From an optimization exercise on the open Yosys and OpenROAD flow, aimed at small area, a short achievable clock period and few clock cycles; shortcuts taken in it are not production practice. In this exercise RTL edits were held to simulation tests only and were not proved equivalent to the original. Power figures rest on the tool's default switching activity, not on a simulated workload.

## lane 1
==> flow/design.v (excerpt) <==
module par_core (
    input  wire         clk,
    input  wire         rst,
    input  wire         cmd_valid,
    output wire         cmd_ready,
    input  wire [7:0]   cmd_op,
    input  wire [7:0]   cmd_k,
    input  wire [7:0]   cmd_e1,
    input  wire [7:0]   cmd_e2,
    input  wire [15:0]  cmd_ncols,
    input  wire         in_valid,
    output wire         in_ready,
    input  wire [63:0] in_data,
    output wire         out_valid,
    input  wire         out_ready,
    output wire [63:0] out_data,
    output wire         done,
    output wire [1:0]   done_status,
    output wire [1:0]   done_result
);
export LEC_CHECK = 0
export ABC_AREA = 1
export CAP_MARGIN = 20
export CORE_MARGIN = 2
export CORE_UTILIZATION = 75
export PLACE_DENSITY = 0.85
export SLEW_MARGIN = 20
create_clock -name core_clock -period 10.0 [get_ports {clk}]
standard.sh (not shown) runs the stock make flow with config.mk's settings and CLKGATE_MAP_FILE= SYNTH_SCRIPT=/design/flow/synth_recipe.tcl, a recipe that flattens the netlist after the stock synthesis.
==> flow/flow/run.sh <==
#!/bin/bash
# The standard layout (the standard.sh, unchanged synthesis and steps),
# with plain buffers instead of the default delay cells on the ports.
export BUFFER_PORTS_ARGS="-buffer_cell sky130_fd_sc_hd__buf_1"
bash standard.sh > standard.log 2>&1
Lane 1 completed; timing, DRC and antenna clean
Testbench counts of lane 1, summed over its fixed seeds: cycles 116,826.
diff inputs: lane 1 => lane 2
# lane 1
export LEC_CHECK = 0
export ABC_AREA = 1
export CAP_MARGIN = 20
export CORE_MARGIN = 2
export CORE_UTILIZATION = 75
export PLACE_DENSITY = 0.85
export SLEW_MARGIN = 20
create_clock -name core_clock -period 10.0 [get_ports {clk}]
# lane 2
export LEC_CHECK = 0
export CAP_MARGIN = 20
export CORE_MARGIN = 2
export CORE_UTILIZATION = 70
export PLACE_DENSITY = 0.85
export SLEW_MARGIN = 20
create_clock -name core_clock -period 10.0 [get_ports {clk}]
[summary]
Looking at final worst-path cycle share, lane 2 sits below lane 1.
On lane 2: count of distinct cell types in the synthesized netlist is 24 higher than what lane 1 gave.
Re total number of nets in the final design: lane 1 and lane 2 aren't equal, and the lower value belongs to lane 2.
Higher combined area of the multi-input logic cells goes to lane 2 over lane 1.
Going from lane 1 to lane 2, peak ir drop on the vdd network shrinks by 17%.
A capturing instance or port of the critical path of out_data[25] is what lane 2 shows, while done belongs to lane 1.
On part of the total power dissipated in the clock network: lane 2 sits above lane 1.
Looking at number of ordinary and repair buffers in the finished layout, lane 2 sits above lane 1.
Taking lane 1 as the reference, in lane 2 part of the power in combinational logic saw a decrease; cell row count saw an increase; sequential share of layout area saw a decrease.

* * *

Starting RTL as in the previous note.
==> flow/config.mk <==
export PLATFORM = sky130hd
export DESIGN_NAME = par_core
export DESIGN_NICKNAME = par_core
export VERILOG_FILES = /design/flow/design.v
export SDC_FILE = /design/flow/constraint.sdc
export NUM_CORES = 4
export LEC_CHECK = 0
export CAP_MARGIN = 20
export CORE_MARGIN = 2
export CORE_UTILIZATION = 80
export PLACE_DENSITY = 0.9
export SLEW_MARGIN = 20
==> flow/constraint.sdc <==
create_clock -name core_clock -period 10.0 [get_ports {clk}]
set_input_delay 2.0000 -clock core_clock [delete_from_list [all_inputs] [get_ports {clk}]]
set_output_delay 2.0000 -clock core_clock [all_outputs]
set_load 0.01 [all_outputs]
Scripts as last shown in full above: flow/flow/run.sh
The starting point ran to the end with no violations.
Testbench counts at the start, summed over its fixed seeds: cycles 116,826.
Edit:
--- a/flow/config.mk
+++ b/flow/config.mk
@@ -7,6 +7,10 @@
 export LEC_CHECK = 0
+export ABC_AREA = 1
 export CAP_MARGIN = 20
 export CORE_MARGIN = 2
-export CORE_UTILIZATION = 80
-export PLACE_DENSITY = 0.9
+export CORE_UTILIZATION = 70
+export CTS_BUF_LIST = sky130_fd_sc_hd__clkbuf_8
+export CTS_CLUSTER_DIAMETER = 66
+export CTS_CLUSTER_SIZE = 13
+export PLACE_DENSITY = 0.85
 export SLEW_MARGIN = 20
Utilization fell by 11 points.
Final area is lower by 2.9%.
Area after synthesis came out lower by 1.6%.
Die area is higher by 12%.
Via count drops by 11%.
Clock-buffer cell count came out lower by 27.

==> afterwards: timing with drivers on the ports <==
How much do the figures lean on ideal ports? The routed layouts below were timed once more, with nothing changed but the port constraints. Step 1: set_driving_cell puts a clkbuf_16 on clk and a buf_2 on each other input, an assumption about the parent block. Step 2, shift: input delay + t, output delay - t, t = (earliest + latest rising clock arrival at the registers) / 2. This alone moves slack from input paths to output paths. Slacks: ideal ports / drivers / drivers and shift; pairs: ideal ports / drivers.
run	t (ns)	slack for setup (ns)	clock arrival spread, ns	worst data-port slew with drivers (ns)	pins driven straight from the clock port
lane 1	0.690	6.697 / 6.635 / 6.499	0.033 / 0.033	0.05	1
lane 2	0.688	6.815 / 6.759 / 6.463	0.024 / 0.023	0.06	1
the first run of note 2	0.701	6.739 / 6.690 / 6.380	0.028 / 0.028	0.06	1
the second run of note 2	0.734	6.717 / 6.662 / 6.715	0.041 / 0.041	0.05	1
After both steps setup and hold are still met in every run listed. The setup slack of the first run of note 2, which loses most, moves by -0.049 ns with the drivers and by -0.359 ns with both steps.
